Background: an optimization exercise with open tools, aiming at small area, a short achievable clock period and few clock cycles per item. Do not read the settings as production practice. At most, simulation tests tie the RTL to the original design; equivalence was not proved. Function not checked in runs 2 and 3: the RTL went through the layout flow alone. No activity file was given, so power comes from the tool's default toggle rates.

==> flow/design.v (outline; a module is shown in full before it is edited, if it fits) <==
// module fpu32: 408 lines
// module fpu32_mul: 2021 lines
// module fpu32_add: 594 lines
module fpu32 (
    input  wire        clk,
    input  wire        rst,
    input  wire        in_valid,
    input  wire [3:0]  in_op,
    input  wire [1:0]  in_rm,
    input  wire        in_cnan,
    input  wire [31:0] in_a,
    input  wire [31:0] in_b,
    input  wire [31:0] in_c,
    output wire        out_valid,
    output wire [31:0] out_result,
    output wire [4:0]  out_flags
);
  // ...
==> flow/flow/run.sh <==
#!/bin/bash
# Layout flow: the standard synthesis unchanged, then the standard ORFS
# layout steps with a larger setup margin for the resizer's timing repair,
# so that it keeps improving paths well below the 11.5 ns clock.
set -euo pipefail
MARGIN=$(cat flow/margin.txt)
bash standard.sh synth > synth.log 2>&1
bash standard.sh SETUP_SLACK_MARGIN=$MARGIN finish > layout.log 2>&1
==> flow/flow/margin.txt <==
7.5
==> flow/standard.sh <==
#!/bin/bash
# synth_recipe.tcl (not shown) runs the flow's synth.tcl, then flattens the netlist and writes it again
# the make line also repeats each setting of config.mk as NAME=value (left out here)
make -C /OpenROAD-flow-scripts/flow DESIGN_CONFIG=/design/flow/config.mk WORK_HOME=/design/flow/orfs CLKGATE_MAP_FILE= SYNTH_SCRIPT=/design/flow/synth_recipe.tcl "${@:-finish}"
==> flow/config.mk <==
export PLATFORM = sky130hd
export DESIGN_NAME = fpu32
export DESIGN_NICKNAME = fpu32
export VERILOG_FILES = /design/flow/design.v
export SDC_FILE = /design/flow/constraint.sdc
export NUM_CORES = 4
export LEC_CHECK = 0
export CAP_MARGIN = 20
export CORE_MARGIN = 2
export CORE_UTILIZATION = 40
export CTS_CLUSTER_DIAMETER = 100
export CTS_CLUSTER_SIZE = 25
export SLEW_MARGIN = 20
export TNS_END_PERCENT = 20
==> flow/constraint.sdc <==
create_clock -name core_clock -period 11.5 [get_ports {clk}]
set_input_delay 2.3000 -clock core_clock [delete_from_list [all_inputs] [get_ports {clk}]]
set_output_delay 2.3000 -clock core_clock [all_outputs]
set_load 0.01 [all_outputs]
==> summary.txt, run 1 <==
Layout
  • Multi-input combinational cell area: 32500 um^2
  • Filler cell count: roughly 12000
  • Buffer count excluding the clock tree in the final layout: between 200 and 300
  • Largest register by flop count: g_c2.q
  • Fin cells: about 7200

Global route
  • Vias in the first global route: between 40000 and 50000
  • First-pass GRT wire length: ~260000 um

Run status
  • Status: complete, no violations

STA
  • Tightest hold margin: approximately 0.33 ns
  • Count of final setup violators: 0
  • Hold violation total from the final report: 0

Floorplanning
  • Starting density of the core: 0.4027
  • Floorplan Core Area: approximately 120000 um^2

Clock tree
  • Clock-pin slew reported for the worst setup and hold paths after clock tree synthesis: around 0.1 ns
  • Clock sink count: just over 700

Routing
  • Uppermost routed layer: met5

Logic synthesis
  • Most repeated cell in the gate-level netlist after synthesis: sky130_fd_sc_hd__dfxtp_1
  • Compound-Gate Fraction of Synth Area: 0.1701
  • Largest family of logic cells by synthesized area: adder cells
  • Proportion of synthesized flip-flops having asynchronous set or reset: 0
  • Post-synthesis instance area: approximately 50000 um^2

Critical path
  • Setup slack of the most critical reg-to-reg path: 7.46 ns
  • Type of the worst setup path: input pin to flop
  • CP endpoint kind: flop
  • CP max stage cell: sky130_fd_sc_hd__or4_4

Power and ir drop
  • Switching Power: about 7700 uW
  • Clock net power: approximately 1600 uW
Testbench counts, summed over its fixed seeds: cycles 16,056, items 16,000.
==> module fpu32, before the edit <==
module fpu32 (
    input  wire        clk,
    input  wire        rst,
    input  wire        in_valid,
    input  wire [3:0]  in_op,
    input  wire [1:0]  in_rm,
    input  wire        in_cnan,
    input  wire [31:0] in_a,
    input  wire [31:0] in_b,
    input  wire [31:0] in_c,
    output wire        out_valid,
    output wire [31:0] out_result,
    output wire [4:0]  out_flags
);
    localparam C0 = 1;   
    localparam C1 = 1;   
    localparam C2 = 1;   
    localparam C3 = 1;   
    localparam C4 = 1;   
    localparam C5 = 1;   
    localparam C6 = 1;   
    localparam [3:0] OP_FADD = 4'h0, OP_FSUB = 4'h1, OP_FMUL = 4'h2,
                     OP_FMA  = 4'h5, OP_FMS  = 4'h6, OP_FMAX = 4'h8,
                     OP_FNEG = 4'h9, OP_FABS = 4'hA;
    localparam [1:0] RNE = 2'd0, RTZ = 2'd1, RDN = 2'd2, RUP = 2'd3;
    localparam [31:0] DEFAULT_NAN = 32'h7FC0_0000;
    localparam [31:0] ONE         = 32'h3F80_0000;
    localparam NST = C0 + C1 + C2 + C3 + C4 + C5 + C6;
    reg [NST-1:0] vpipe;
    always @(posedge clk) begin
        if (rst) vpipe <= {NST{1'b0}};
        else     vpipe <= {vpipe[NST-2:0], in_valid};
    end
    assign out_valid = vpipe[NST-1];
    wire [3:0]  op;
    wire [1:0]  rm0;
    wire        cnan;
    wire [31:0] a, b, c;
    wire        za, zb, zc;      
    wire [8:0]  sab, dab;        
    wire [7:0]  in_ea = {in_a[30:24], in_a[23] | (in_a[30:23] == 8'd0)};
    wire [7:0]  in_eb = {in_b[30:24], in_b[23] | (in_b[30:23] == 8'd0)};
    generate if (C0) begin : g_c0
        reg [3:0]  q_op;
        reg [1:0]  q_rm;
        reg        q_cnan;
        reg [31:0] q_a, q_b, q_c;
        reg        q_za, q_zb, q_zc;
        reg  [8:0] q_sab, q_dab;
        always @(posedge clk) begin
            q_sab <= {1'b0, in_ea} + {1'b0, in_eb};
            q_dab <= {1'b0, in_ea} - {1'b0, in_eb};
            q_op <= in_op; q_rm <= in_rm; q_cnan <= in_cnan;
            q_a <= in_a; q_b <= in_b; q_c <= in_c;
            q_za <= (in_a[30:23] == 8'd0);
            q_zb <= (in_b[30:23] == 8'd0);
            q_zc <= (in_c[30:23] == 8'd0);
        end
        assign op = q_op; assign rm0 = q_rm; assign cnan = q_cnan;
        assign a = q_a; assign b = q_b; assign c = q_c;
        assign za = q_za; assign zb = q_zb; assign zc = q_zc;
        assign sab = q_sab; assign dab = q_dab;
    end else begin : g_c0n
        assign sab = {1'b0, in_ea} + {1'b0, in_eb};
        assign dab = {1'b0, in_ea} - {1'b0, in_eb};
        assign op = in_op; assign rm0 = in_rm; assign cnan = in_cnan;
        assign a = in_a; assign b = in_b; assign c = in_c;
        assign za = (in_a[30:23] == 8'd0);
        assign zb = (in_b[30:23] == 8'd0);
        assign zc = (in_c[30:23] == 8'd0);
    end endgenerate
    wire op_addsub = (op == OP_FADD) || (op == OP_FSUB);
    wire op_mul    = (op == OP_FMUL);
    wire op_fmas   = (op == OP_FMA) || (op == OP_FMS);
    wire is_arith  = op_addsub || op_mul || op_fmas;
    wire z_neg     = (op == OP_FSUB) || (op == OP_FMS);
    wire [31:0] x = a;
    wire [31:0] y = op_addsub ? ONE : b;
    wire [31:0] z = op_mul ? {a[31] ^ b[31], 31'b0} : (op_fmas ? c : b);
    wire        z_real = !op_mul;
    wire x_expmax = (x[30:23] == 8'hFF);
    wire y_expmax = (y[30:23] == 8'hFF);
    wire z_expmax = (z[30:23] == 8'hFF);
    wire x_zero = (x[30:0] == 31'b0);
    wire y_zero = (y[30:0] == 31'b0);
    wire z_zero = (z[30:0] == 31'b0);
    wire x_inf  = x_expmax && (x[22:0] == 23'b0);
    wire y_inf  = y_expmax && (y[22:0] == 23'b0);
    wire z_inf  = z_expmax && (z[22:0] == 23'b0);
    wire x_nan  = x_expmax && (x[22:0] != 23'b0);
    wire y_nan  = y_expmax && (y[22:0] != 23'b0);
    wire z_nan  = z_expmax && (z[22:0] != 23'b0) && z_real;
    wire x_snan = x_nan && !x[22];
    wire y_snan = y_nan && !y[22];
    wire z_snan = z_nan && !z[22];
    wire sp = x[31] ^ y[31];
    wire sz = z[31] ^ z_neg;
    reg        sp_take;
    reg [31:0] sp_res;
    reg        sp_inv;
    wire prod_0inf = (x_zero && y_inf) || (x_inf && y_zero);
    always @(*) begin
        sp_take = 1'b0;
        sp_res  = 32'b0;
        sp_inv  = 1'b0;
        if (x_nan || y_nan || z_nan) begin
            sp_take = 1'b1;
            if (cnan)        sp_res = DEFAULT_NAN;
            else if (x_nan)  sp_res = x | 32'h0040_0000;
            else if (y_nan)  sp_res = y | 32'h0040_0000;
            else             sp_res = z | 32'h0040_0000;
            sp_inv = x_snan || y_snan || z_snan || prod_0inf;
        end else if (prod_0inf) begin
            sp_take = 1'b1;
            sp_res = DEFAULT_NAN;
            sp_inv = 1'b1;
        end else if (x_inf || y_inf) begin
            sp_take = 1'b1;
            if (z_inf && (sz != sp)) begin
                sp_res = DEFAULT_NAN;
                sp_inv = 1'b1;
            end else begin
                sp_res = {sp, 31'h7F80_0000};
            end
        end else if (z_inf) begin
            sp_take = 1'b1;
            sp_res = {sz, 31'h7F80_0000};
        end else if (x_zero || y_zero) begin
            sp_take = 1'b1;
            if (z_zero)
                sp_res = {(sp == sz) ? sp : (rm0 == RDN), 31'b0};
            else
                sp_res = {sz, z[30:0]};
        end
    end
    wire a_nan  = (a[30:23] == 8'hFF) && (a[22:0] != 23'b0);
    wire b_nan  = (b[30:23] == 8'hFF) && (b[22:0] != 23'b0);
    wire a_snan = a_nan && !a[22];
    wire b_snan = b_nan && !b[22];
    reg a_less_b;
    always @(*) begin
        if (a[31] != b[31])
            a_less_b = a[31];
        else if (a[31])
            a_less_b = (a[30:0] > b[30:0]);
        else
            a_less_b = (a[30:0] < b[30:0]);
    end
    reg [31:0] misc_res;
    reg        misc_inv;
    always @(*) begin
        misc_res = 32'b0;
        misc_inv = 1'b0;
        case (op)
            OP_FNEG: misc_res = {~a[31], a[30:0]};
            OP_FABS: misc_res = {1'b0, a[30:0]};
            default: begin
                if (a_snan || b_snan || (a_nan && b_nan)) begin
                    misc_inv = a_snan || b_snan;
                    if (cnan)       misc_res = DEFAULT_NAN;
                    else if (a_nan) misc_res = a | 32'h0040_0000;
                    else            misc_res = b | 32'h0040_0000;
                end else if (a_nan) begin
                    misc_res = b;
                end else if (b_nan) begin
                    misc_res = a;
                end else if (op == OP_FMAX) begin
                    misc_res = a_less_b ? b : a;
                end else begin
                    misc_res = (a_less_b || a == b) ? a : b;
                end
            end
        endcase
    end
    wire        take  = !is_arith || sp_take;
    wire [31:0] v     = is_arith ? sp_res : misc_res;
    wire        inv0  = is_arith ? sp_inv : misc_inv;
    wire        expff = take && (v[30:23] == 8'hFF);
    wire [31:0] X  = take ? v : x;
    wire [31:0] Y  = take ? ONE : y;
    wire [31:0] Z  = take ? {v[31], 31'b0} : z;
    wire        Zn = take ? 1'b0 : z_neg;
    wire [7:0]  ea = {a[30:24], a[23] | za};
    wire [7:0]  ebx = {b[30:24], b[23] | zb};
    wire [7:0]  ec = {c[30:24], c[23] | zc};
    wire signed [10:0] sh_fma = $signed({2'b0, sab}) - $signed({3'b0, ec}) - 11'sd100;
    wire signed [10:0] sh_add = $signed({{2{dab[8]}}, dab}) + 11'sd27;
    wire signed [10:0] sh_mul = $signed({2'b0, sab}) - 11'sd101;
    wire signed [10:0] sh = op_addsub ? sh_add : (op_mul ? sh_mul : sh_fma);
    wire        clamp0 = sh[10] && !take;
    wire [6:0]  shc0 = sh[10] ? 7'd0 : ((sh[9:7] != 3'b0) ? 7'd127 : sh[6:0]);
    wire        vn = (v[30:23] != 8'd0);
    wire        Xn = take ? vn : !za;
    wire        yh = op_addsub | !zb;
    wire        Yn = take | yh;
    wire        Zh = take ? 1'b0 : (op_mul ? 1'b0 : (op_fmas ? !zc : !zb));
    wire [25:0] mye = {2'b0, yh, y[22:0]};
    wire [12:0] bo0;
    wire [11:0] bt0, bn0;
    genvar gj;
    generate
        for (gj = 0; gj < 13; gj = gj + 1) begin : g_enc
            wire b2 = mye[2*gj+1];
            wire b1 = mye[2*gj];
            wire b0 = (gj == 0) ? 1'b0 : mye[2*gj-1];
            assign bo0[gj] = take ? (gj == 12) : (b1 ^ b0);
            if (gj < 12) begin : g_tn
                assign bt0[gj] = take ? (gj == 11) : ((b2 & ~b1 & ~b0) | (~b2 & b1 & b0));
                assign bn0[gj] = take ? (gj == 11) : (b2 & ~(b1 & b0));
            end
        end
    endgenerate
    localparam W1 = 2 + 1 + 1 + 1 + 32 + 9 + 37 + 32 + 3 + 1 + 7;
    wire [W1-1:0] c1_d = {rm0, expff, inv0, Zn, X, Y[31:23], bo0, bt0, bn0, Z, Xn, Yn, Zh, clamp0, shc0};
    wire [W1-1:0] c1_q;
    generate if (C1) begin : g_c1
        reg [W1-1:0] q; always @(posedge clk) q <= c1_d; assign c1_q = q;
    end else begin : g_c1n
        assign c1_q = c1_d;
    end endgenerate
    wire [1:0]  rm1; wire expff1, inv1, zn1; wire [31:0] x1, z1; wire [31:23] y1;
    wire [12:0] bo1; wire [11:0] bt1, bn1; wire xn, yn, zn, clamp1; wire [6:0] shc;
    assign {rm1, expff1, inv1, zn1, x1, y1, bo1, bt1, bn1, z1, xn, yn, zn, clamp1, shc} = c1_q;
    wire [23:0] mx = {xn, x1[22:0]};
    wire [23:0] mz = {zn, z1[22:0]};
    wire        sp1 = x1[31] ^ y1[31];
    wire        sz1 = z1[31] ^ zn1;
    wire        esub1 = sp1 ^ sz1;
    wire [74:0] ps_w, pc_w;
    fpu32_mul u_mul (.mx(mx), .bo(bo1), .bt(bt1), .bn(bn1), .ps(ps_w), .pc(pc_w));
    wire [8:0]  epbm = {1'b0, x1[30:24], x1[23] | !xn} + {1'b0, y1[30:24], y1[23] | !yn} - 9'd100;
    wire [8:0]  eb = clamp1 ? {1'b0, z1[30:24], z1[23] | !zn} : epbm;
    wire [75:0] aw = {mz, 52'b0} >> shc;
    wire [75:0] zi = aw ^ {76{esub1}};
    reg         ast;
    integer i;
    always @(*) begin
        ast = 1'b0;
        for (i = 0; i < 24; i = i + 1)
            if (mz[i] && (shc > 7'd52 + i[6:0])) ast = 1'b1;
    end
    localparam W2 = 2 + 1 + 1 + 50 + 50 + 76 + 1 + 3 + 9;
    wire [W2-1:0] c2_d = {rm1, expff1, inv1, ps_w[49:0], pc_w[49:0], zi, ast, sp1, sz1, esub1, eb};
    wire [W2-1:0] c2_q;
    generate if (C2) begin : g_c2
        reg [W2-1:0] q; always @(posedge clk) q <= c2_d; assign c2_q = q;
    end else begin : g_c2n
        assign c2_q = c2_d;
    end endgenerate
    wire [1:0]  rm2; wire expff2, inv2;
    wire [49:0] ps2, pc2; wire [75:0] zi2; wire ast2, sp2, sz2, esub2; wire [8:0] eb2;
    assign {rm2, expff2, inv2, ps2, pc2, zi2, ast2, sp2, sz2, esub2, eb2} = c2_q;
    wire [76:0] oa = {25'h1FF_FFFF, ps2, 2'b0};    
    wire [76:0] ob = {27'b0, pc2, 2'b0};
    wire [76:0] oc = {1'b0, zi2};
    wire [76:0] s3 = oa ^ ob ^ oc;
    wire [76:0] c3 = {(oa[75:0] & ob[75:0]) | (oa[75:0] & oc[75:0]) | (ob[75:0] & oc[75:0]), 1'b0};
    wire [76:0] t0, pall_unused;
    wire        co_unused;
    fpu32_add u_add (.a(s3), .b(c3), .s(t0), .pall(pall_unused), .co(co_unused));
    wire        cout = t0[76];
    wire        incr = esub2 & !ast2 & cout;
    wire        neg  = esub2 & !cout;
    wire        rsign = neg ? sz2 : sp2;
    localparam W3 = 2 + 1 + 1 + 76 + 1 + 1 + 1 + 1 + 1 + 9;
    wire [W3-1:0] c3_d = {rm2, expff2, inv2, t0[75:0], incr, neg, ast2, rsign, esub2, eb2};
    wire [W3-1:0] c3_q;
    generate if (C3) begin : g_c3
        reg [W3-1:0] q; always @(posedge clk) q <= c3_d; assign c3_q = q;
    end else begin : g_c3n
        assign c3_q = c3_d;
    end endgenerate
    wire [1:0]  rm3; wire expff3, inv3;
    wire [75:0] t3; wire incr3, neg3, ast3, rsign3, esub3; wire [8:0] eb3;
    assign {rm3, expff3, inv3, t3, incr3, neg3, ast3, rsign3, esub3, eb3} = c3_q;
    wire [75:0] tall;      
    genvar gi;
    generate
        wire [9:0] blk;
        wire [9:0] bpre;
        for (gi = 0; gi < 10; gi = gi + 1) begin : g_blk
            if (gi < 9) assign blk[gi] = &t3[8*gi+7:8*gi];
            else        assign blk[gi] = &t3[75:72];
            if (gi == 0) assign bpre[gi] = 1'b1;
            else         assign bpre[gi] = &blk[gi-1:0];
        end
        for (gi = 0; gi < 76; gi = gi + 1) begin : g_tall
            if (gi % 8 == 0) assign tall[gi] = bpre[gi/8];
            else             assign tall[gi] = bpre[gi/8] & (&t3[gi-1:(gi/8)*8]);
        end
    endgenerate
    wire [75:0] mag3 = t3 ^ ((tall & {76{incr3}}) | {76{neg3}});
    wire ezero3 = (mag3 == 76'b0) && !ast3;
    reg [75:0] mk;
    integer k;
    always @(*) begin
        for (k = 0; k < 76; k = k + 1)
            mk[k] = (eb3 == 9'd76 - k[8:0]);
    end
    wire [127:0] lzin = {mag3 | mk, 52'b0};
    reg [127:0]  zl [0:7];
    reg [6:0]    cl [0:7][0:127];
    reg [6:0]    lzc;
    integer lv, g;
    always @(*) begin
        for (g = 0; g < 128; g = g + 1) begin
            zl[0][g] = !lzin[g];
            cl[0][g] = 7'd0;
        end
        for (lv = 1; lv < 8; lv = lv + 1) begin
            zl[lv] = 128'b0;
            for (g = 0; g < (128 >> lv); g = g + 1) begin
                zl[lv][g] = zl[lv-1][2*g+1] & zl[lv-1][2*g];
                if (zl[lv-1][2*g+1])
                    cl[lv][g] = cl[lv-1][2*g] | (7'd1 << (lv-1));
                else
                    cl[lv][g] = cl[lv-1][2*g+1];
            end
            for (g = (128 >> lv); g < 128; g = g + 1)
                cl[lv][g] = 7'd0;
        end
        lzc = cl[7][0];
    end
    localparam W4 = 2 + 1 + 1 + 76 + 7 + 1 + 1 + 1 + 1 + 9;
    wire [W4-1:0] c4_d = {rm3, expff3, inv3, mag3, lzc, ast3, rsign3, esub3, ezero3, eb3};
    wire [W4-1:0] c4_q;
    generate if (C4) begin : g_c4
        reg [W4-1:0] q; always @(posedge clk) q <= c4_d; assign c4_q = q;
    end else begin : g_c4n
        assign c4_q = c4_d;
    end endgenerate
    wire [1:0]  rm4; wire expff4, inv4;
    wire [75:0] mag4; wire [6:0] lz4; wire ast4, rsign4, esub4, ezero4; wire [8:0] eb4;
    assign {rm4, expff4, inv4, mag4, lz4, ast4, rsign4, esub4, ezero4, eb4} = c4_q;
    wire [75:0] n6 = lz4[6] ? {mag4[11:0], 64'b0} : mag4;
    wire [75:0] n5 = lz4[5] ? {n6[43:0], 32'b0} : n6;
    wire [75:0] n4 = lz4[4] ? {n5[59:0], 16'b0} : n5;
    wire [75:0] n3 = lz4[3] ? {n4[67:0], 8'b0} : n4;
    wire [75:0] n2 = lz4[2] ? {n3[71:0], 4'b0} : n3;
    wire [75:0] n1 = lz4[1] ? {n2[73:0], 2'b0} : n2;
    wire [75:0] nrm = lz4[0] ? {n1[74:0], 1'b0} : n1;
    wire        hidden = nrm[75];
    wire [22:0] frac   = nrm[74:52];
    wire        guard  = nrm[51];
    reg  [50:0] smask;
    integer q;
    always @(*) begin
        for (q = 0; q < 51; q = q + 1)
            smask[q] = ({1'b0, lz4} < 8'd51 - q[7:0]);
    end
    wire        stk    = ((mag4[50:0] & smask) != 51'b0) || ast4;
    wire [9:0]  efld   = hidden ? ({1'b0, eb4} - {3'b0, lz4}) : 10'd0;
    wire        zsign  = esub4 ? (rm4 == RDN) : rsign4;
    localparam W5 = 2 + 1 + 1 + 1 + 23 + 1 + 1 + 1 + 1 + 1 + 10;
    wire [W5-1:0] c5_d = {rm4, expff4, inv4, hidden, frac, guard, stk, rsign4, ezero4, zsign, efld};
    wire [W5-1:0] c5_q;
    generate if (C5) begin : g_c5
        reg [W5-1:0] q; always @(posedge clk) q <= c5_d; assign c5_q = q;
    end else begin : g_c5n
        assign c5_q = c5_d;
    end endgenerate
    wire [1:0]  rm5; wire expff5, inv5;
    wire hid5; wire [22:0] frac5; wire guard5, stk5, rsign5, ezero5, zsign5; wire [9:0] efld5;
    assign {rm5, expff5, inv5, hid5, frac5, guard5, stk5, rsign5, ezero5, zsign5, efld5} = c5_q;
    wire inexact = guard5 | stk5;
    reg  round_up;
    always @(*) begin
        case (rm5)
            RNE: round_up = guard5 && (stk5 || frac5[0]);
            RTZ: round_up = 1'b0;
            RDN: round_up = inexact && rsign5;
            default: round_up = inexact && !rsign5;
        endcase
    end
    wire [23:0] finc = {1'b0, frac5} + 24'd1;
    wire        fcar = round_up && finc[23];
    wire [22:0] rfrac = round_up ? finc[22:0] : frac5;
    wire [9:0]  efp1 = efld5 + 10'd1;
    wire [9:0]  rexp = fcar ? efp1 : efld5;
    wire        ovf = ((efld5 >= 10'd255) || (fcar && efld5 == 10'd254)) && !expff5;
    wire [32:0] rnd = {rexp, rfrac};
    reg [31:0] res;
    reg [4:0]  flg;
    always @(*) begin
        flg = {4'b0, inv5};
        if (ezero5) begin
            res = {zsign5, 31'b0};
        end else if (ovf) begin
            flg[2] = 1'b1;
            flg[4] = 1'b1;
            if (rm5 == RNE || (rm5 == RDN && rsign5) || (rm5 == RUP && !rsign5))
                res = {rsign5, 31'h7F80_0000};
            else
                res = {rsign5, 31'h7F7F_FFFF};
        end else begin
            res = {rsign5, rnd[30:0]};
            flg[4] = inexact;
            flg[3] = inexact && !hid5;
        end
    end
    generate if (C6) begin : g_c6
        reg [31:0] q_res; reg [4:0] q_flg;
        always @(posedge clk) begin q_res <= res; q_flg <= flg; end
        assign out_result = q_res; assign out_flags = q_flg;
    end else begin : g_c6n
        assign out_result = res; assign out_flags = flg;
    end endgenerate
endmodule
==> inputs of run 2 (changes only) <==
--- a/flow/design.v
+++ b/flow/design.v
@@ -139,11 +139,6 @@
     wire b_snan = b_nan && !b[22];
-    reg a_less_b;
-    always @(*) begin
-        if (a[31] != b[31])
-            a_less_b = a[31];
-        else if (a[31])
-            a_less_b = (a[30:0] > b[30:0]);
-        else
-            a_less_b = (a[30:0] < b[30:0]);
-    end
+    wire mag_lt = (a[30:0] < b[30:0]);
+    wire mag_eq = (a[30:0] == b[30:0]);
+    wire a_less_b = (a[31] != b[31]) ? a[31] : (a[31] ? !(mag_lt || mag_eq) : mag_lt);
+    wire a_eq_b   = mag_eq && (a[31] == b[31]);
     reg [31:0] misc_res;
@@ -169,3 +164,3 @@
                 end else begin
-                    misc_res = (a_less_b || a == b) ? a : b;
+                    misc_res = (a_less_b || a_eq_b) ? a : b;
                 end
--- a/flow/config.mk
+++ b/flow/config.mk
@@ -13,2 +13 @@
 export SLEW_MARGIN = 20
-export TNS_END_PERCENT = 20
==> run 2 against run 1 <==
Compared with the run above: still clean; total power up 0.95%; setup slack gained 0.052 ns; combinational power about the same; critical path depth down 2; die area increased by 0.59%; first-iteration DRC count about the same; global-route usage up 0.061 points; core utilization increased by 0.099 points; flip-flop and latch count unchanged; sequential power about the same; final cell count up 0.11%; critical endpoint is now g_c1.q[10]$_DFF_P_; largest cell class unchanged; largest power group unchanged; highest routed layer is now met4.
==> summary.txt, run 2 <==
Run status
  • Status: complete, no violations

Clock tree
  • CTS Buffer Depth: 3
  • Clock root cell: sky130_fd_sc_hd__clkbuf_16
  • Clock sink count: 718 (unchanged)
  • Clock-pin slew reported for the worst setup and hold paths after clock tree synthesis: 0.11 ns (about the same)
  • Number of buffers inserted for hold repair after clock tree synthesis: 0
  • Number of buffers added by the clock tree synthesis step: 41
  • Clock tree from TritonCTS: done
  • Number of levels in the clock H-tree: 2
  • Clock Latency Late Sink: between 0.6 and 0.7 ns

Min path
  • Endpoint of the worst hold-timing path: g_c3.q[6]$_DFF_P_
  • Hold Path Depth: 0
  • Startpoint of the lowest-slack hold path: g_c2.q[6]$_DFF_P_
  • Class of the tightest hold or removal check: flop to flop

Layout
  • Number of nets at the end of the flow: between 6000 and 7000
  • Area growth, synth to finish: 9.987%
  • Number of inserted diodes: 0
  • Registers with the most flip-flops: g_c2.q (189), g_c1.q (126), g_c4.q (100)
  • Commonest non-fill, non-tap cells in the layout: sky130_fd_sc_hd__dfxtp_1 (698), sky130_fd_sc_hd__inv_1 (533), sky130_fd_sc_hd__xnor2_1 (471), sky130_fd_sc_hd__nor2_1 (383), sky130_fd_sc_hd__fa_1 (330)
  • Commonest non-fill, non-tap cell in the layout: sky130_fd_sc_hd__dfxtp_1
  • Filler cell count: 12120 (-0.13%)
  • Proportion of layout cells with a drive suffix above 1: 0.08122
  • Largest register by flop count: g_c2.q
  • Largest register FFs: ~190
  • Fin cells: 7239 (+0.11%)

Power and ir drop
  • Pwr dens: just under 300 nW/um^2
  • Leakage power total: 0.02233 uW
  • Maximum vdd ir drop: 0.0001443 V

Placement
  • Number of placed instances, taps included: between 7000 and 8000
  • Input/output buffers: between 100 and 150
  • HPWL reported at the end of detailed placement: 131700 um
  • Final weighted congestion in routability-driven placement: about 1

Critical path
  • Crit-path max cell delay: ~0.53 ns
  • CP endpoint kind: flop
  • Maximum net fanout on the critical path: 10
  • Combined buffer and inverter count along the critical path: 1
  • Setup slack of the most critical reg-to-reg path: 7.45 ns (about the same)
  • Capture instance of the worst register-to-register path: g_c1.q[10]$_DFF_P_
  • Startpoint type of the worst setup path: flop
  • Cell breakdown of the critical path: inv_1 -> ha_1 -> a211oi_1 -> nor2_1 -> o31a_1 -> a2111oi_4 -> a22oi_2 -> mux2_4 -> or4_1 -> o211a_1 -> nor4_1 -> a32oi_1
  • Largest delay share family, worst path: compound AO/OA/AOI/OAI gates
  • Worst EP required: 12.03 ns
  • Arrival time of data at the critical path endpoint: about 4.6 ns
  • Worst reg2reg path startpoint: g_c0.q_b[4]$_DFF_P_
  • Worst Reg2Reg Path Length in Cells: 12
  • CP max stage cell: sky130_fd_sc_hd__dfxtp_1
  • Type of the worst setup path: flop to flop

Global route
  • Vias in the first global route: 41380 (+0.33%)
  • Pin count of the biggest net entering global routing: 62
  • Grt total ovfl: 0
  • Gr usage total: 0.2684
  • Antenna violations before repair: 5
  • First-pass GRT wire length: 261600 um (+0.49%)

Logic synthesis
  • Post-synthesis area per instance: 8.892 um^2
  • Share of the synthesized area in the top cell type: 0.2870
  • Cell count after synthesis: about 5600
  • Number of synthesized flops with an enable pin: 0
  • Proportion of synthesized flip-flops having asynchronous set or reset: 0 (unchanged)
  • Synth top cells by count: sky130_fd_sc_hd__dfxtp_1 (718), sky130_fd_sc_hd__inv_1 (538), sky130_fd_sc_hd__xnor2_1 (472)
  • Post-synthesis cell type with the largest combined area: sky130_fd_sc_hd__dfxtp_1
  • Warning count from the yosys run: 3
  • Post-synthesis instance area: 50090 um^2 (+0.59%)
  • Post-synth top flop: sky130_fd_sc_hd__dfxtp_1
  • Register bit count reported by yosys: 718
  • Total nets after synthesis: 6282
  • Top area cells in the synthesized netlist: sky130_fd_sc_hd__dfxtp_1 (29%), sky130_fd_sc_hd__fa_1 (13%), sky130_fd_sc_hd__xnor2_1 (8.3%)
  • Most repeated cell in the gate-level netlist after synthesis: sky130_fd_sc_hd__dfxtp_1
  • Synth cell types: around 100
  • Sequential share of the synthesized area: 0.2870

Floorplanning
  • Die X: between 300 and 400 um
  • Die height: 357.9 um
  • I/O pins: about 140
  • Starting density of the core: 0.4041 (+0.001333)
  • Floorplan Core Area: 124000 um^2 (+0.26%)
  • Full die area: about 130000 um^2
  • Row count: ~130

STA
  • Headroom to the max-slew limit: 0.2745
  • Pin slew with the least headroom to its limit: between 1 and 1.5 ns
  • Clock period minus worst slack: around 4.0 ns
  • Count of final setup violators: 0 (unchanged)
  • Ratio of final minimum period to clock period: 0.3519
  • Post-route clock skew: between 0.04 and 0.05 ns
  • Hold violation total from the final report: 0 (unchanged)
  • Unrepaired setup endpoints after global routing: yes
  • Sum of negative setup slack: 0 ns
  • Peak Freq: between 200 and 250 MHz
  • Final slew viol count: 0

Routing
  • Antenna viol nets, final: 0
  • Post-detailed-routing wire length: between 150000 and 200000 um
  • Routed len/inst: between 20 and 25 um
  • Via total after detailed routing: 41870
  • Initial DRT Pass Iterations: 8
  • Drt first-iter violations: 3943
  • DRC Markers: 0
  • Vias per Instance: just under 6

Run
  • Max_cap viols: 0
[run 2: cell types whose count changed after synthesis, moves of 13 or more]
cell                       delta
sky130_fd_sc_hd__buf_1       +16
sky130_fd_sc_hd__a31oi_1     +18
sky130_fd_sc_hd__a22oi_1     -32
sky130_fd_sc_hd__nor2_1      -29
sky130_fd_sc_hd__and3_1      +22
sky130_fd_sc_hd__nor4_1      -13
sky130_fd_sc_hd__clkbuf_1    -27
sky130_fd_sc_hd__o21ai_0     -14
sky130_fd_sc_hd__nand3_1     +39
sky130_fd_sc_hd__a221oi_1    +22
sky130_fd_sc_hd__a21oi_1     +38
sky130_fd_sc_hd__mux2_2      +15
[run 2: kinds of logic (layout without fill, tap and decap cells)]
| group | Yosys count | count (layout) | share of synthesized area |
|---|---|---|---|
| adders and majority gates | 550 | 550 | 0.1870 |
| xor gates and xnor gates | 566 | 566 | 0.09925 |
| DFF | 718 | 718 | 0.2870 |
| other | 1 | 1 | 0.00007487 |
| AOI/OAI and AO/OA | 1265 | 1265 | 0.1679 |
| muxes | 206 | 206 | 0.04771 |
| buffers and inverters | 917 | 886 | 0.06989 |
| and+or+nand+nor | 1410 | 1410 | 0.1413 |
[run 2: where the power goes]
group,switching (uW),internal (uW)
logic,5890,4010
registers,911,3540
clock network,961,783
total,7760,8340
[run 2: worst max path at each step]
| stage | start | endpoint | slack [ns] | depth (start not counted) |
|---|---|---|---|---|
| 5_1_grt | g_c0.q_b[10]$_DFF_P_ | g_c1.q[10]$_DFF_P_ | 7.37 | 13 |
| 6_report | g_c0.q_b[4]$_DFF_P_ | g_c1.q[10]$_DFF_P_ | 7.45 | 12 |
| 3_3_place_gp | g_c0.q_op[0]$_DFF_P_ | g_c1.q[57]$_SDFF_PN0_ | 6.25 | 9 |
| 4_1_cts | in_a[28] | g_c0.q_dab[8]$_DFF_P_ | 7.44 | 14 |
| 3_5_place_dp | in_a[24] | g_c0.q_dab[8]$_DFF_P_ | 6.33 | 14 |
| 2_1_floorplan | in_a[23] | g_c0.q_dab[8]$_DFF_P_ | 7.10 | 13 |
[run 2: through the flow]
step	total power (uW)	utilization	instance area, um^2	worst slack, ns	hold WS (ns)
3_3_place_gp	13980	0.4279	53040	6.245	0.3104
3_5_place_dp	14120	0.4279	53040	6.326	0.3121
4_1_cts	15930	0.4418	54760	7.443	0.3233
5_1_grt	17440	0.4444	55090	7.375	0.3266
6_report	16100	0.4444	55090	7.453	0.3247
2_1_floorplan	10850	-	50120	7.104	0.3096
[run 2: final cells by class]
type,count,area (um^2),share of cell area
Clock buffer,42,1040,0.01887
Clock inverter,21,346.6,0.006291
Inverter,546,2069,0.03757
Multi-Input combinational cell,3998,32680,0.5931
Sequential cell,718,14410,0.2615
Tap cell,1637,2048,0.03718
Timing Repair Buffer,277,2501,0.04540
[run 2: what timing repair did]
action                     4_1_cts  5_1_grt
setup endpoints to repair      131      100
buffers inserted                21        4
resized for setup              111       69
pin swaps                       31       28
[run 2: layer usage]
metal	share of wire	vias up	track usage
met3	0.070	511	0.03669
met5	0	-	0
met1	0.41	20150	0.3470
li1	-	19240	-
met4	0.061	0	0.1373
met2	0.46	1964	0.4383
[run 2: worst reg2reg max path, cell delays in order, from the launching register on]
cell and delay [ns]:
sky130_fd_sc_hd__dfxtp_1 0.53, sky130_fd_sc_hd__inv_1 0.15, sky130_fd_sc_hd__ha_1 0.31, sky130_fd_sc_hd__a211oi_1 0.23, sky130_fd_sc_hd__nor2_1 0.09, sky130_fd_sc_hd__o31a_1 0.28
sky130_fd_sc_hd__a2111oi_4 0.51, sky130_fd_sc_hd__a22oi_2 0.19, sky130_fd_sc_hd__mux2_4 0.41, sky130_fd_sc_hd__or4_1 0.51, sky130_fd_sc_hd__o211a_1 0.17, sky130_fd_sc_hd__nor4_1 0.35
sky130_fd_sc_hd__a32oi_1 0.17
==> inputs of run 3 (changes only) <==
--- a/flow/design.v
+++ b/flow/design.v
@@ -14,9 +14,2 @@
 );
-    localparam C0 = 1;   
-    localparam C1 = 1;   
-    localparam C2 = 1;   
-    localparam C3 = 1;   
-    localparam C4 = 1;   
-    localparam C5 = 1;   
-    localparam C6 = 1;   
     localparam [3:0] OP_FADD = 4'h0, OP_FSUB = 4'h1, OP_FMUL = 4'h2,
@@ -27,3 +20,4 @@
     localparam [31:0] ONE         = 32'h3F80_0000;
-    localparam NST = C0 + C1 + C2 + C3 + C4 + C5 + C6;
+    localparam C3 = 1, C4 = 1, C5 = 1, C6 = 1;
+    localparam NST = 2 + C3 + C4 + C5 + C6;
     reg [NST-1:0] vpipe;
@@ -34,48 +28,52 @@
     assign out_valid = vpipe[NST-1];
-    wire [3:0]  op;
-    wire [1:0]  rm0;
-    wire        cnan;
-    wire [31:0] a, b, c;
-    wire        za, zb, zc;      
-    wire [8:0]  sab, dab;        
-    wire [7:0]  in_ea = {in_a[30:24], in_a[23] | (in_a[30:23] == 8'd0)};
-    wire [7:0]  in_eb = {in_b[30:24], in_b[23] | (in_b[30:23] == 8'd0)};
-    generate if (C0) begin : g_c0
-        reg [3:0]  q_op;
-        reg [1:0]  q_rm;
-        reg        q_cnan;
-        reg [31:0] q_a, q_b, q_c;
-        reg        q_za, q_zb, q_zc;
-        reg  [8:0] q_sab, q_dab;
-        always @(posedge clk) begin
-            q_sab <= {1'b0, in_ea} + {1'b0, in_eb};
-            q_dab <= {1'b0, in_ea} - {1'b0, in_eb};
-            q_op <= in_op; q_rm <= in_rm; q_cnan <= in_cnan;
-            q_a <= in_a; q_b <= in_b; q_c <= in_c;
-            q_za <= (in_a[30:23] == 8'd0);
-            q_zb <= (in_b[30:23] == 8'd0);
-            q_zc <= (in_c[30:23] == 8'd0);
-        end
-        assign op = q_op; assign rm0 = q_rm; assign cnan = q_cnan;
-        assign a = q_a; assign b = q_b; assign c = q_c;
-        assign za = q_za; assign zb = q_zb; assign zc = q_zc;
-        assign sab = q_sab; assign dab = q_dab;
-    end else begin : g_c0n
-        assign sab = {1'b0, in_ea} + {1'b0, in_eb};
-        assign dab = {1'b0, in_ea} - {1'b0, in_eb};
-        assign op = in_op; assign rm0 = in_rm; assign cnan = in_cnan;
-        assign a = in_a; assign b = in_b; assign c = in_c;
-        assign za = (in_a[30:23] == 8'd0);
-        assign zb = (in_b[30:23] == 8'd0);
-        assign zc = (in_c[30:23] == 8'd0);
-    end endgenerate
-    wire op_addsub = (op == OP_FADD) || (op == OP_FSUB);
-    wire op_mul    = (op == OP_FMUL);
-    wire op_fmas   = (op == OP_FMA) || (op == OP_FMS);
+    wire op_addsub = (in_op == OP_FADD) || (in_op == OP_FSUB);
+    wire op_mul    = (in_op == OP_FMUL);
+    wire op_fmas   = (in_op == OP_FMA) || (in_op == OP_FMS);
     wire is_arith  = op_addsub || op_mul || op_fmas;
-    wire z_neg     = (op == OP_FSUB) || (op == OP_FMS);
-    wire [31:0] x = a;
-    wire [31:0] y = op_addsub ? ONE : b;
-    wire [31:0] z = op_mul ? {a[31] ^ b[31], 31'b0} : (op_fmas ? c : b);
-    wire        z_real = !op_mul;
+    wire z_neg     = (in_op == OP_FSUB) || (in_op == OP_FMS);
+    wire za = (in_a[30:23] == 8'd0);
+    wire zb = (in_b[30:23] == 8'd0);
+    wire zc = (in_c[30:23] == 8'd0);
+    wire [7:0] ea0 = {in_a[30:24], in_a[23] | za};
+    wire [7:0] eb0 = {in_b[30:24], in_b[23] | zb};
+    wire [31:0] y0 = op_addsub ? ONE : in_b;
+    wire [31:0] z0 = op_mul ? {in_a[31] ^ in_b[31], 31'b0} : (op_fmas ? in_c : in_b);
+    wire        hy0 = op_addsub | !zb;
+    wire        hz0 = op_mul ? 1'b0 : (op_fmas ? !zc : !zb);
+    wire [25:0] mye = {2'b0, hy0, y0[22:0]};
+    wire [12:0] bo0;
+    wire [11:0] bt0, bn0;
+    genvar gj;
+    generate
+        for (gj = 0; gj < 13; gj = gj + 1) begin : g_enc
+            wire b2 = mye[2*gj+1];
+            wire b1 = mye[2*gj];
+            wire b0 = (gj == 0) ? 1'b0 : mye[2*gj-1];
+            assign bo0[gj] = b1 ^ b0;
+            if (gj < 12) begin : g_tn
+                assign bt0[gj] = (b2 & ~b1 & ~b0) | (~b2 & b1 & b0);
+                assign bn0[gj] = b2 & ~(b1 & b0);
+            end
+        end
+    endgenerate
+    reg  [1:0]  rm1;
+    reg         cnan1, arith1, addsub1, mul1, zneg1, max1, neg1, abs1;
+    reg  [31:0] x1, y1, z1;
+    reg         xn, zn;
+    reg  [12:0] bo1;
+    reg  [11:0] bt1, bn1;
+    reg  [8:0]  sab1, dab1;
+    always @(posedge clk) begin
+        rm1 <= in_rm; cnan1 <= in_cnan;
+        arith1 <= is_arith; addsub1 <= op_addsub; mul1 <= op_mul; zneg1 <= z_neg;
+        max1 <= (in_op == OP_FMAX); neg1 <= (in_op == OP_FNEG); abs1 <= (in_op == OP_FABS);
+        x1 <= in_a; y1 <= y0; z1 <= z0;
+        xn <= !za; zn <= hz0;
+        bo1 <= bo0; bt1 <= bt0; bn1 <= bn0;
+        sab1 <= {1'b0, ea0} + {1'b0, eb0};
+        dab1 <= {1'b0, ea0} - {1'b0, eb0};
+    end
+    wire [31:0] a = x1, b = y1;      
+    wire [31:0] x = x1, y = y1, z = z1;
+    wire        z_real = !mul1;
     wire x_expmax = (x[30:23] == 8'hFF);
@@ -95,4 +93,5 @@
     wire z_snan = z_nan && !z[22];
-    wire sp = x[31] ^ y[31];
-    wire sz = z[31] ^ z_neg;
+    wire sp1 = x[31] ^ y[31];
+    wire sz1 = z[31] ^ zneg1;
+    wire esub1 = sp1 ^ sz1;
     reg        sp_take;
@@ -107,3 +106,3 @@
             sp_take = 1'b1;
-            if (cnan)        sp_res = DEFAULT_NAN;
+            if (cnan1)       sp_res = DEFAULT_NAN;
             else if (x_nan)  sp_res = x | 32'h0040_0000;
@@ -118,3 +117,3 @@
             sp_take = 1'b1;
-            if (z_inf && (sz != sp)) begin
+            if (z_inf && (sz1 != sp1)) begin
                 sp_res = DEFAULT_NAN;
@@ -122,3 +121,3 @@
             end else begin
-                sp_res = {sp, 31'h7F80_0000};
+                sp_res = {sp1, 31'h7F80_0000};
             end
@@ -126,3 +125,3 @@
             sp_take = 1'b1;
-            sp_res = {sz, 31'h7F80_0000};
+            sp_res = {sz1, 31'h7F80_0000};
         end else if (x_zero || y_zero) begin
@@ -130,11 +129,11 @@
             if (z_zero)
-                sp_res = {(sp == sz) ? sp : (rm0 == RDN), 31'b0};
+                sp_res = {(sp1 == sz1) ? sp1 : (rm1 == RDN), 31'b0};
             else
-                sp_res = {sz, z[30:0]};
+                sp_res = {sz1, z[30:0]};
         end
     end
-    wire a_nan  = (a[30:23] == 8'hFF) && (a[22:0] != 23'b0);
-    wire b_nan  = (b[30:23] == 8'hFF) && (b[22:0] != 23'b0);
-    wire a_snan = a_nan && !a[22];
-    wire b_snan = b_nan && !b[22];
+    wire a_nan  = x_nan;
+    wire b_nan  = y_nan;
+    wire a_snan = x_snan;
+    wire b_snan = y_snan;
     wire mag_lt = (a[30:0] < b[30:0]);
@@ -148,102 +147,65 @@
         misc_inv = 1'b0;
-        case (op)
-            OP_FNEG: misc_res = {~a[31], a[30:0]};
-            OP_FABS: misc_res = {1'b0, a[30:0]};
-            default: begin
-                if (a_snan || b_snan || (a_nan && b_nan)) begin
-                    misc_inv = a_snan || b_snan;
-                    if (cnan)       misc_res = DEFAULT_NAN;
-                    else if (a_nan) misc_res = a | 32'h0040_0000;
-                    else            misc_res = b | 32'h0040_0000;
-                end else if (a_nan) begin
-                    misc_res = b;
-                end else if (b_nan) begin
-                    misc_res = a;
-                end else if (op == OP_FMAX) begin
-                    misc_res = a_less_b ? b : a;
-                end else begin
-                    misc_res = (a_less_b || a_eq_b) ? a : b;
-                end
-            end
-        endcase
-    end
-    wire        take  = !is_arith || sp_take;
-    wire [31:0] v     = is_arith ? sp_res : misc_res;
-    wire        inv0  = is_arith ? sp_inv : misc_inv;
-    wire        expff = take && (v[30:23] == 8'hFF);
-    wire [31:0] X  = take ? v : x;
-    wire [31:0] Y  = take ? ONE : y;
-    wire [31:0] Z  = take ? {v[31], 31'b0} : z;
-    wire        Zn = take ? 1'b0 : z_neg;
-    wire [7:0]  ea = {a[30:24], a[23] | za};
-    wire [7:0]  ebx = {b[30:24], b[23] | zb};
-    wire [7:0]  ec = {c[30:24], c[23] | zc};
-    wire signed [10:0] sh_fma = $signed({2'b0, sab}) - $signed({3'b0, ec}) - 11'sd100;
-    wire signed [10:0] sh_add = $signed({{2{dab[8]}}, dab}) + 11'sd27;
-    wire signed [10:0] sh_mul = $signed({2'b0, sab}) - 11'sd101;
-    wire signed [10:0] sh = op_addsub ? sh_add : (op_mul ? sh_mul : sh_fma);
-    wire        clamp0 = sh[10] && !take;
-    wire [6:0]  shc0 = sh[10] ? 7'd0 : ((sh[9:7] != 3'b0) ? 7'd127 : sh[6:0]);
-    wire        vn = (v[30:23] != 8'd0);
-    wire        Xn = take ? vn : !za;
-    wire        yh = op_addsub | !zb;
-    wire        Yn = take | yh;
-    wire        Zh = take ? 1'b0 : (op_mul ? 1'b0 : (op_fmas ? !zc : !zb));
-    wire [25:0] mye = {2'b0, yh, y[22:0]};
-    wire [12:0] bo0;
-    wire [11:0] bt0, bn0;
-    genvar gj;
-    generate
-        for (gj = 0; gj < 13; gj = gj + 1) begin : g_enc
-            wire b2 = mye[2*gj+1];
-            wire b1 = mye[2*gj];
-            wire b0 = (gj == 0) ? 1'b0 : mye[2*gj-1];
-            assign bo0[gj] = take ? (gj == 12) : (b1 ^ b0);
-            if (gj < 12) begin : g_tn
-                assign bt0[gj] = take ? (gj == 11) : ((b2 & ~b1 & ~b0) | (~b2 & b1 & b0));
-                assign bn0[gj] = take ? (gj == 11) : (b2 & ~(b1 & b0));
-            end
+        if (neg1)
+            misc_res = {~a[31], a[30:0]};
+        else if (abs1)
+            misc_res = {1'b0, a[30:0]};
+        else if (a_snan || b_snan || (a_nan && b_nan)) begin
+            misc_inv = a_snan || b_snan;
+            if (cnan1)      misc_res = DEFAULT_NAN;
+            else if (a_nan) misc_res = a | 32'h0040_0000;
+            else            misc_res = b | 32'h0040_0000;
+        end else if (a_nan) begin
+            misc_res = b;
+        end else if (b_nan) begin
+            misc_res = a;
+        end else if (max1) begin
+            misc_res = a_less_b ? b : a;
+        end else begin
+            misc_res = (a_less_b || a_eq_b) ? a : b;
         end
-    endgenerate
-    localparam W1 = 2 + 1 + 1 + 1 + 32 + 9 + 37 + 32 + 3 + 1 + 7;
-    wire [W1-1:0] c1_d = {rm0, expff, inv0, Zn, X, Y[31:23], bo0, bt0, bn0, Z, Xn, Yn, Zh, clamp0, shc0};
-    wire [W1-1:0] c1_q;
-    generate if (C1) begin : g_c1
-        reg [W1-1:0] q; always @(posedge clk) q <= c1_d; assign c1_q = q;
-    end else begin : g_c1n
-        assign c1_q = c1_d;
-    end endgenerate
-    wire [1:0]  rm1; wire expff1, inv1, zn1; wire [31:0] x1, z1; wire [31:23] y1;
-    wire [12:0] bo1; wire [11:0] bt1, bn1; wire xn, yn, zn, clamp1; wire [6:0] shc;
-    assign {rm1, expff1, inv1, zn1, x1, y1, bo1, bt1, bn1, z1, xn, yn, zn, clamp1, shc} = c1_q;
+    end
+    wire        take1  = !arith1 || sp_take;
+    wire [31:0] v      = arith1 ? sp_res : misc_res;
+    wire        inv1   = arith1 ? sp_inv : misc_inv;
+    wire        vh     = (v[30:23] != 8'd0);
+    wire        expff1 = take1 && (v[30:23] == 8'hFF);
+    wire [8:0]  evb    = {1'b0, v[30:24], v[23] | !vh};
     wire [23:0] mx = {xn, x1[22:0]};
     wire [23:0] mz = {zn, z1[22:0]};
-    wire        sp1 = x1[31] ^ y1[31];
-    wire        sz1 = z1[31] ^ zn1;
-    wire        esub1 = sp1 ^ sz1;
     wire [74:0] ps_w, pc_w;
     fpu32_mul u_mul (.mx(mx), .bo(bo1), .bt(bt1), .bn(bn1), .ps(ps_w), .pc(pc_w));
-    wire [8:0]  epbm = {1'b0, x1[30:24], x1[23] | !xn} + {1'b0, y1[30:24], y1[23] | !yn} - 9'd100;
-    wire [8:0]  eb = clamp1 ? {1'b0, z1[30:24], z1[23] | !zn} : epbm;
-    wire [75:0] aw = {mz, 52'b0} >> shc;
-    wire [75:0] zi = aw ^ {76{esub1}};
-    reg         ast;
+    wire [7:0]  ezb = {z1[30:24], z1[23] | !zn};
+    wire signed [10:0] sh_fma = $signed({2'b0, sab1}) - $signed({3'b0, ezb}) - 11'sd100;
+    wire signed [10:0] sh_add = $signed({{2{dab1[8]}}, dab1}) + 11'sd27;
+    wire signed [10:0] sh_mul = $signed({2'b0, sab1}) - 11'sd101;
+    wire signed [10:0] sh = addsub1 ? sh_add : (mul1 ? sh_mul : sh_fma);
+    wire        clamp1 = sh[10];
+    wire [8:0]  eb = {1'b0, ezb} + (clamp1 ? 9'd0 : sh[8:0]);
+    wire [75:0] awr = {mz, 52'b0} >> sh[6:0];
+    wire [75:0] aw  = sh[10] ? {mz, 52'b0} : ((sh[9:7] != 3'b0) ? 76'b0 : awr);
+    wire [75:0] zi  = aw ^ {76{esub1}};
+    reg  [4:0]  tz;
     integer i;
     always @(*) begin
-        ast = 1'b0;
-        for (i = 0; i < 24; i = i + 1)
-            if (mz[i] && (shc > 7'd52 + i[6:0])) ast = 1'b1;
+        tz = 5'd0;
+        for (i = 23; i >= 0; i = i - 1)
+            if (mz[i]) tz = i[4:0];
     end
-    localparam W2 = 2 + 1 + 1 + 50 + 50 + 76 + 1 + 3 + 9;
-    wire [W2-1:0] c2_d = {rm1, expff1, inv1, ps_w[49:0], pc_w[49:0], zi, ast, sp1, sz1, esub1, eb};
-    wire [W2-1:0] c2_q;
-    generate if (C2) begin : g_c2
-        reg [W2-1:0] q; always @(posedge clk) q <= c2_d; assign c2_q = q;
-    end else begin : g_c2n
-        assign c2_q = c2_d;
-    end endgenerate
+    wire signed [10:0] shl = sh - $signed({6'b0, tz}) - 11'sd53;
+    wire        ast = (mz != 24'b0) && !shl[10];
+    wire [75:0] zi_t   = take1 ? {vh, v[22:0], 52'b0} : zi;
+    wire [49:0] ps_t   = take1 ? 50'b0 : ps_w[49:0];
+    wire [49:0] pc_t   = take1 ? 50'b0 : pc_w[49:0];
+    wire        ast_t  = !take1 && ast;
+    wire        sp_t   = take1 ? v[31] : sp1;
+    wire        esub_t = !take1 && esub1;
+    wire [8:0]  eb_t   = take1 ? evb : eb;
+    localparam W2 = 2 + 1 + 1 + 50 + 50 + 76 + 1 + 3 + 9 + 1;
+    reg  [W2-1:0] c2_q;
+    always @(posedge clk)
+        c2_q <= {rm1, expff1, inv1, ps_t, pc_t, zi_t, ast_t, sp_t, sz1, esub_t, eb_t, take1};
     wire [1:0]  rm2; wire expff2, inv2;
-    wire [49:0] ps2, pc2; wire [75:0] zi2; wire ast2, sp2, sz2, esub2; wire [8:0] eb2;
-    assign {rm2, expff2, inv2, ps2, pc2, zi2, ast2, sp2, sz2, esub2, eb2} = c2_q;
-    wire [76:0] oa = {25'h1FF_FFFF, ps2, 2'b0};    
+    wire [49:0] ps2, pc2; wire [75:0] zi2; wire ast2, sp2, sz2, esub2; wire [8:0] eb2; wire take2;
+    assign {rm2, expff2, inv2, ps2, pc2, zi2, ast2, sp2, sz2, esub2, eb2, take2} = c2_q;
+    wire [76:0] oa = {{25{!take2}}, ps2, 2'b0};
     wire [76:0] ob = {27'b0, pc2, 2'b0};
==> run 3 against run 2 <==
Compared with the run above: final cell count grew 0.41%; synthesized cell count fell by 0.23%; largest cell class unchanged; register-to-register slack worse by 0.04 ns; cell area up 0.94%; still clean on timing, DRC and antenna; first-iteration DRC count up 9.0%.
==> summary.txt, run 3 <==
STA
  • Post-route clock skew: 0.04676 ns (+0.001518 ns)
  • Count of final setup violators: 0 (unchanged)
  • Pin slew with the least headroom to its limit: 1.110 ns (+0.03047 ns)
  • Peak Freq: 244.5 MHz (-1.0%)
  • Hold violation total from the final report: 0 (unchanged)
  • Ratio of final minimum period to clock period: 0.3556 (+0.003689)
  • Clock period minus worst slack: 4.089 ns (+0.04242 ns)
  • Unrepaired setup endpoints after global routing: yes
  • Final slew viol count: 0 (unchanged)
  • Setup ws final: 7.411 ns (-0.04242 ns)
  • Headroom to the max-slew limit: 0.2589 (-0.01557)
  • Sum of negative setup slack: 0 ns (unchanged)

Layout
  • Multi-input combinational cell area: 34110 um^2 (+4.4%)
  • Commonest non-fill, non-tap cells in the layout: sky130_fd_sc_hd__dfxtp_1 (591), sky130_fd_sc_hd__inv_1 (466), sky130_fd_sc_hd__nor2_1 (411), sky130_fd_sc_hd__nand2_1 (395), sky130_fd_sc_hd__xnor2_1 (386)
  • Number of nets at the end of the flow: 6303 (+1.2%)
  • Largest register FFs: 191 (+1.1%)
  • Layout Utilization: 0.4569 (+0.01243)
  • Commonest non-fill, non-tap cell in the layout: sky130_fd_sc_hd__dfxtp_1
  • Largest register by flop count: c2_q
  • Proportion of layout cells with a drive suffix above 1: 0.1171 (+0.03592)
  • Final design instance area without fill: 55610 um^2 (+0.94%)
  • Footprint of the flip-flops and latches: 12690 um^2 (-12%)
  • Area growth, synth to finish: 13.31%
  • Filler cell count: 11890 (-2.0%)
  • Registers with the most flip-flops: c2_q (191), g_c4.q (100), g_c3.q (94)

Floorplanning
  • Row count: 128 (-0.78%)
  • Starting density of the core: 0.4032 (-0.0008728)
  • Die X: 354.3 um (-1.0%)
  • Floorplan Core Area: 121700 um^2 (-1.8%)
  • I/O pins: 144 (unchanged)
  • Full die area: 125500 um^2 (-2.0%)
  • Die height: 354.3 um (-1.0%)

Logic synthesis
  • Post-synthesis cell type with the largest combined area: sky130_fd_sc_hd__dfxtp_1
  • Post-synth top flop: sky130_fd_sc_hd__dfxtp_1
  • Post-synthesis instance area: 49080 um^2 (-2.0%)
  • Post-synthesis area per instance: 8.732 um^2 (-1.8%)
  • Register bit count reported by yosys: 630 (-12%)
  • Total nets after synthesis: 6297 (+0.24%)
  • Number of synthesized flops with an enable pin: 0 (unchanged)
  • Warning count from the yosys run: 3 (unchanged)
  • Share of the synthesized area in the top cell type: 0.2570 (-0.02998)
  • Proportion of synthesized flip-flops having asynchronous set or reset: 0 (unchanged)
  • Cell count after synthesis: 5620 (-0.23%)
  • Synth cell types: 116 (+18%)
  • Most repeated cell in the gate-level netlist after synthesis: sky130_fd_sc_hd__dfxtp_1
  • Top area cells in the synthesized netlist: sky130_fd_sc_hd__dfxtp_1 (26%), sky130_fd_sc_hd__fa_1 (14%), sky130_fd_sc_hd__xnor2_1 (7.0%)
  • Sequential share of the synthesized area: 0.2570 (-0.02998)
  • Synth top cells by count: sky130_fd_sc_hd__dfxtp_1 (630), sky130_fd_sc_hd__inv_1 (482), sky130_fd_sc_hd__nor2_1 (420)

Clock tree
  • Number of buffers added by the clock tree synthesis step: 38 (-7.3%)
  • Clock sink count: 630 (-12%)
  • Clock Latency Late Sink: 0.66 ns (-0.02 ns)
  • Number of levels in the clock H-tree: 2 (unchanged)
  • CTS Buffer Depth: 3 (unchanged)
  • Clock-pin slew reported for the worst setup and hold paths after clock tree synthesis: 0.10 ns (about the same)
  • Clock tree from TritonCTS: done
  • Number of buffers inserted for hold repair after clock tree synthesis: 0 (unchanged)
  • Clock root cell: sky130_fd_sc_hd__clkbuf_16

Critical path
  • Arrival time of data at the critical path endpoint: 4.64 ns (+0.06 ns)
  • CP endpoint kind: flop
  • Worst Reg2Reg Path Length in Cells: 18 (+6)
  • Setup slack of the most critical reg-to-reg path: 7.41 ns (-0.04 ns)
  • Worst reg2reg path startpoint: z1[23]$_SDFF_PP0_
  • Type of the worst setup path: flop to flop
  • Maximum net fanout on the critical path: 13 (+3)
  • Crit-path max cell delay: 0.42 ns (-0.11 ns)
  • Worst EP required: 12.05 ns (+0.02 ns)
  • Startpoint type of the worst setup path: flop
  • Capture instance of the worst register-to-register path: c2_q[13]$_DFF_P_
  • CP max stage cell: sky130_fd_sc_hd__fa_2
  • Cell breakdown of the critical path: nand2b_4 -> ha_4 -> inv_2 -> fa_2 -> xnor2_2 -> ha_2 -> nand2_1 -> mux2_4 -> and4_4 -> o311ai_2 -> a21boi_2 -> buf_6 -> ha_1 -> nand4_1 -> or3_4 -> nor4_4 -> a2111oi_2 -> nor4_1

Routing
  • Drt first-iter violations: 4299 (+9.0%)
  • Via total after detailed routing: 42620 (+1.8%)
  • Vias per Instance: 5.863 (+1.4%)
  • DRC Markers: 0 (unchanged)
  • Routed len/inst: 25.10 um (+3.9%)
  • Post-detailed-routing wire length: 182400 um (+4.3%)
  • Initial DRT Pass Iterations: 6 (-2)
  • Antenna viol nets, final: 0 (unchanged)

Placement
  • Input/output buffers: 142 (unchanged)
  • DP Area: 51990 um^2 (-2.0%)
  • HPWL reported at the end of detailed placement: 131800 um (about the same)
  • Placement Setup Slack: 6.111 ns (-0.2157 ns)
  • Final weighted congestion in routability-driven placement: 0.9692 (-1.8%)

Global route
  • Grt total ovfl: 0 (unchanged)
  • First-pass GRT wire length: 266200 um (+1.8%)
  • Gr usage total: 0.2775 (+0.009077)
  • Antenna violations before repair: 5 (unchanged)
  • Pin count of the biggest net entering global routing: 85 (+37%)
  • Vias in the first global route: 41550 (+0.42%)

Power and ir drop
  • Pwr dens: 253.4 nW/um^2 (-13%)
  • Power, Total: 14090 uW (-12%)
  • Leakage power total: 0.02343 uW (+4.9%)
  • Maximum vdd ir drop: 0.0001631 V (+13%)

Run status
  • Status: complete, no violations

Min path
  • Class of the tightest hold or removal check: flop to flop
  • Hold Path Depth: 0 (unchanged)
  • Startpoint of the lowest-slack hold path: g_c4.q[9]$_DFF_P_
  • Endpoint of the worst hold-timing path: g_c5.q[11]$_DFF_P_

Run
  • Max_cap viols: 0 (unchanged)
==> run 3: layer usage <==
layer / track usage / part of all wire
met3: 0.04247 / 0.078
met4: 0.1258 / 0.053
met5: 0 / 0.000099
met2: 0.4450 / 0.45
met1: 0.3685 / 0.42
==> run 3: worst max path at each step <==
stage,slack (ns),startpoint,to
finish,7.41,z1[23]$_SDFF_PP0_,c2_q[13]$_DFF_P_
detailed placement,6.11,zn$_SDFF_PP0_,c2_q[13]$_DFF_P_
CTS,7.26,z1[23]$_SDFF_PP0_,c2_q[8]$_DFF_P_
global route,7.23,z1[23]$_SDFF_PP0_,c2_q[13]$_DFF_P_
global placement,6.29,zn$_SDFF_PP0_,c2_q[13]$_DFF_P_
floorplan,7.16,in_b[26],sab1[8]$_DFF_P_
==> run 3: worst max-delay path: cells and delay by family, from the launching register on <==
family | cells | cell delay (ns)
DFF | 1 | 0.34
buffers and inverters | 2 | 0.22
muxes | 1 | 0.27
and+or+nand+nor | 7 | 1.41
AOI/OAI and AO/OA | 3 | 0.55
adders and majority gates | 4 | 0.98
xor gates and xnor gates | 1 | 0.18
==> run 3: through the flow <==
stage,hold slack [ns],std cells
finish,0.3300,7269
floorplan,0.3096,5620
global route,0.3301,7268
CTS,0.3279,7218
detailed placement,0.3121,7094
global placement,0.3127,7094
==> run 3: layout make-up <==
| cell class | count | area share |
|---|---|---|
| Antenna cell | 1 | 0.00004500 |
| Tap cell | 1625 | 0.03656 |
| Multi-Input combinational cell | 4105 | 0.6134 |
| Clock inverter | 19 | 0.004973 |
| Timing Repair inverter | 3 | 0.0004725 |
| Inverter | 489 | 0.03416 |
| Sequential cell | 630 | 0.2282 |
| Clock buffer | 38 | 0.01710 |
| Timing Repair Buffer | 359 | 0.06503 |
==> run 3: power by group <==
group,switching [uW],internal (uW)
logic,5250,3680
registers,760,2870
clock network,882,649
total,6890,7200
==> run 3: repair_timing <==
item	in CTS	in global routing
gates cloned	6	9
pin swaps	49	78
setup endpoints to repair	210	149
gates resized for setup	171	228
buffers inserted	61	41
==> run 3: cell families after synthesis <==
logic type | share of synthesized area
flip-flops | 0.2570
other | 0.00007641
adder cells (fa/ha/maj) | 0.1977
XOR/XNOR | 0.09500
multiplexers | 0.05033
AO/OA/AOI/OAI | 0.1777
buffers and inverters | 0.06965
AND/OR/NAND/NOR | 0.1525
==> inputs of run 4 (changes only) <==
--- a/flow/design.v
+++ b/flow/design.v
@@ -64,3 +64,5 @@
     reg  [11:0] bt1, bn1;
-    reg  [8:0]  sab1, dab1;
+    reg  [9:0]  sabm1;
+    reg  [8:0]  dab1;
+    reg  [7:0]  ezb1;
     always @(posedge clk) begin
@@ -72,4 +74,5 @@
         bo1 <= bo0; bt1 <= bt0; bn1 <= bn0;
-        sab1 <= {1'b0, ea0} + {1'b0, eb0};
+        sabm1 <= {2'b0, ea0} + {2'b0, eb0} - 10'd100;
         dab1 <= {1'b0, ea0} - {1'b0, eb0};
+        ezb1 <= op_mul ? 8'd1 : (op_fmas ? {in_c[30:24], in_c[23] | zc} : eb0);
     end
@@ -176,6 +179,6 @@
     fpu32_mul u_mul (.mx(mx), .bo(bo1), .bt(bt1), .bn(bn1), .ps(ps_w), .pc(pc_w));
-    wire [7:0]  ezb = {z1[30:24], z1[23] | !zn};
-    wire signed [10:0] sh_fma = $signed({2'b0, sab1}) - $signed({3'b0, ezb}) - 11'sd100;
+    wire [7:0]  ezb = ezb1;
+    wire signed [10:0] sh_fma = $signed({sabm1[9], sabm1}) - $signed({3'b0, ezb});
     wire signed [10:0] sh_add = $signed({{2{dab1[8]}}, dab1}) + 11'sd27;
-    wire signed [10:0] sh_mul = $signed({2'b0, sab1}) - 11'sd101;
+    wire signed [10:0] sh_mul = $signed({sabm1[9], sabm1}) - 11'sd1;
     wire signed [10:0] sh = addsub1 ? sh_add : (mul1 ? sh_mul : sh_fma);
==> flow/flow/margin.txt (replaced) <==
7.4
==> run 4 against run 3 <==
Compared with the run above: still clean on timing, DRC and antenna; combinational power fell by about 10%; setup slack better by 0.035 ns; final cell count shrank 1.8%; fmax rose by 0.87%.
==> summary.txt, run 4 <==
Floorplanning
  • I/O pins: 144 (unchanged)
  • Row count: 128 (unchanged)

Placement
  • Input/output buffers: 142 (unchanged)
  • HPWL reported at the end of detailed placement: 128100 um (-2.8%)
  • Placement Setup Slack: 6.493 ns (+0.3825 ns)

Layout
  • Largest register FFs: 191 (unchanged)
  • Commonest non-fill, non-tap cell in the layout: sky130_fd_sc_hd__dfxtp_1
  • Commonest non-fill, non-tap cells in the layout: sky130_fd_sc_hd__dfxtp_1 (610), sky130_fd_sc_hd__inv_1 (480), sky130_fd_sc_hd__nor2_1 (394), sky130_fd_sc_hd__xnor2_1 (382), sky130_fd_sc_hd__nand2_1 (340)
  • Number of nets at the end of the flow: 6174 (-2.0%)
  • Area growth, synth to finish: 10.18%
  • Multi-input combinational cell area: 33190 um^2 (-2.7%)
  • Largest register by flop count: c2_q
  • Filler cell count: 11990 (+0.87%)
  • Footprint of the flip-flops and latches: 12710 um^2 (+0.15%)

STA
  • Hold violation total from the final report: 0 (unchanged)
  • Headroom to the max-slew limit: 0.2315 (-0.02736)
  • Pin slew with the least headroom to its limit: 1.144 ns (+0.03343 ns)
  • Setup ws final: 7.446 ns (+0.03532 ns)
  • Count of final setup violators: 0 (unchanged)

Critical path
  • CP endpoint kind: flop
  • Arrival time of data at the critical path endpoint: 4.58 ns (-0.06 ns)
  • Cell breakdown of the critical path: buf_4 -> a22oi_1 -> xnor2_1 -> fa_1 -> inv_1 -> fa_1 -> fa_1 -> fa_1 -> inv_1 -> fa_1 -> and2_1
  • Worst reg2reg path startpoint: bo1[5]$_DFF_P_
  • Crit-path max cell delay: 0.54 ns (+0.12 ns)
  • Combined buffer and inverter count along the critical path: 3 (+1)
  • Capture instance of the worst register-to-register path: c2_q[122]$_SDFF_PN0_
  • Setup slack of the most critical reg-to-reg path: 7.45 ns (+0.04 ns)
  • Maximum net fanout on the critical path: 24 (+11)
  • Type of the worst setup path: flop to flop

Logic synthesis
  • Share of the synthesized area in the top cell type: 0.2597 (+0.002676)
  • Post-synthesis area per instance: 8.762 um^2 (+0.34%)
  • Total nets after synthesis: 6243 (-0.86%)
  • Warning count from the yosys run: 3 (unchanged)
  • Most repeated cell in the gate-level netlist after synthesis: sky130_fd_sc_hd__dfxtp_1
  • Number of synthesized flops with an enable pin: 0 (unchanged)

Global route
  • Antenna violations before repair: 1 (-4)
  • First-pass GRT wire length: 256900 um (-3.5%)
  • Grt total ovfl: 0 (unchanged)

Clock tree
  • Clock sink count: 632 (+0.32%)
  • Number of buffers inserted for hold repair after clock tree synthesis: 0 (unchanged)

Power and ir drop
  • Leakage power total: 0.02239 uW (-4.4%)
  • Pwr dens: 243.9 nW/um^2 (-3.8%)
  • Maximum vdd ir drop: 0.0001198 V (-27%)

Min path
  • Class of the tightest hold or removal check: flop to flop
  • Hold Path Depth: 0 (unchanged)

Routing
  • Routed len/inst: 24.12 um (-3.9%)
  • DRC Markers: 0 (unchanged)
  • Via total after detailed routing: 41610 (-2.4%)

Run status
  • Status: complete, no violations
==> run 4: cell count changes after synthesis, sizes merged, moves of 19 or more <==
cell,change
nand2,-59
nor3,+54
xor2,+45
a21oi,-43
a21o,-36
o221ai,-24
nor2,-23
a211oi,+22
buf,-20
a22oi,+19
and3,-19
==> run 4: report_power, final <==
group	switching (uW)	total [uW]	internal, uW
registers	729	3590	2860
clock network	826	1470	647
logic	4780	8030	3250
total	6330	13100	6760
==> run 4: stage by stage <==
step	instances	total power [uW]
after floorplan	5561	8592
after global placement	7044	11310
after detailed placement	7045	11380
after CTS	7114	12920
after global routing	7134	14210
final	7135	13090
==> run 4: timing repair <==
item | in CTS | in global routing
setup endpoints to repair | 162 | 137
pin swaps | 7 | 21
buffers inserted | 11 | 16
gates cloned | 3 | 4
resized for setup | 58 | 113
==> run 4: layout make-up <==
type,count,area share
antenna,1,0.00004661
clock buffer,40,0.01764
clock inverter,15,0.004032
inverter,490,0.03461
multi-input combinational,4044,0.6183
sequential,632,0.2367
tap,1625,0.03787
timing repair buffer,286,0.05046
timing repair inverter,2,0.0002797
==> run 4: worst max-delay path by stage <==
stage               cells past startpoint            from              endpoint  slack [ns]
finish                                 11  bo1[5]$_DFF_P_  c2_q[122]$_SDFF_PN0_        7.45
global placement                       14        in_b[24]      sabm1[9]$_DFF_P_        6.52
CTS                                    24    mul1$_DFF_P_    c2_q[9]$_SDFF_PN0_        7.34
global route                           24    mul1$_DFF_P_    c2_q[9]$_SDFF_PN0_        7.21
detailed placement                     14        in_b[24]      sabm1[9]$_DFF_P_        6.49
floorplan                              12  bn1[5]$_DFF_P_  c2_q[111]$_SDFF_PN0_        7.39
==> run 4: per-layer routing <==
layer	share of wire	global-route usage
met5	0	0
met4	0.054	0.1198
met2	0.46	0.4348
met3	0.074	0.04016
met1	0.42	0.3486
==> run 4: logic make-up (layout without fill, tap and decap cells) <==
family	after synthesis	after routing	share of synthesized area
mux	229	232	0.05105
compound gates	1237	1237	0.1728
flops	632	632	0.2597
buf+inv	888	833	0.06915
xor+xnor	555	555	0.09976
simple gates	1437	1437	0.1469
fa+ha+maj	582	582	0.2006
other cells	1	2	0.00007696
Testbench counts of run 4, summed over its fixed seeds: cycles 16,048, items 16,000.

Check on run 4: ideal ports give 7.446 ns setup slack; a clkbuf_16 on the clock port and buf_2 on the inputs give 7.446 ns; moving port delays by the midpoint clock arrival (0.695 ns) as well gives 6.855 ns.
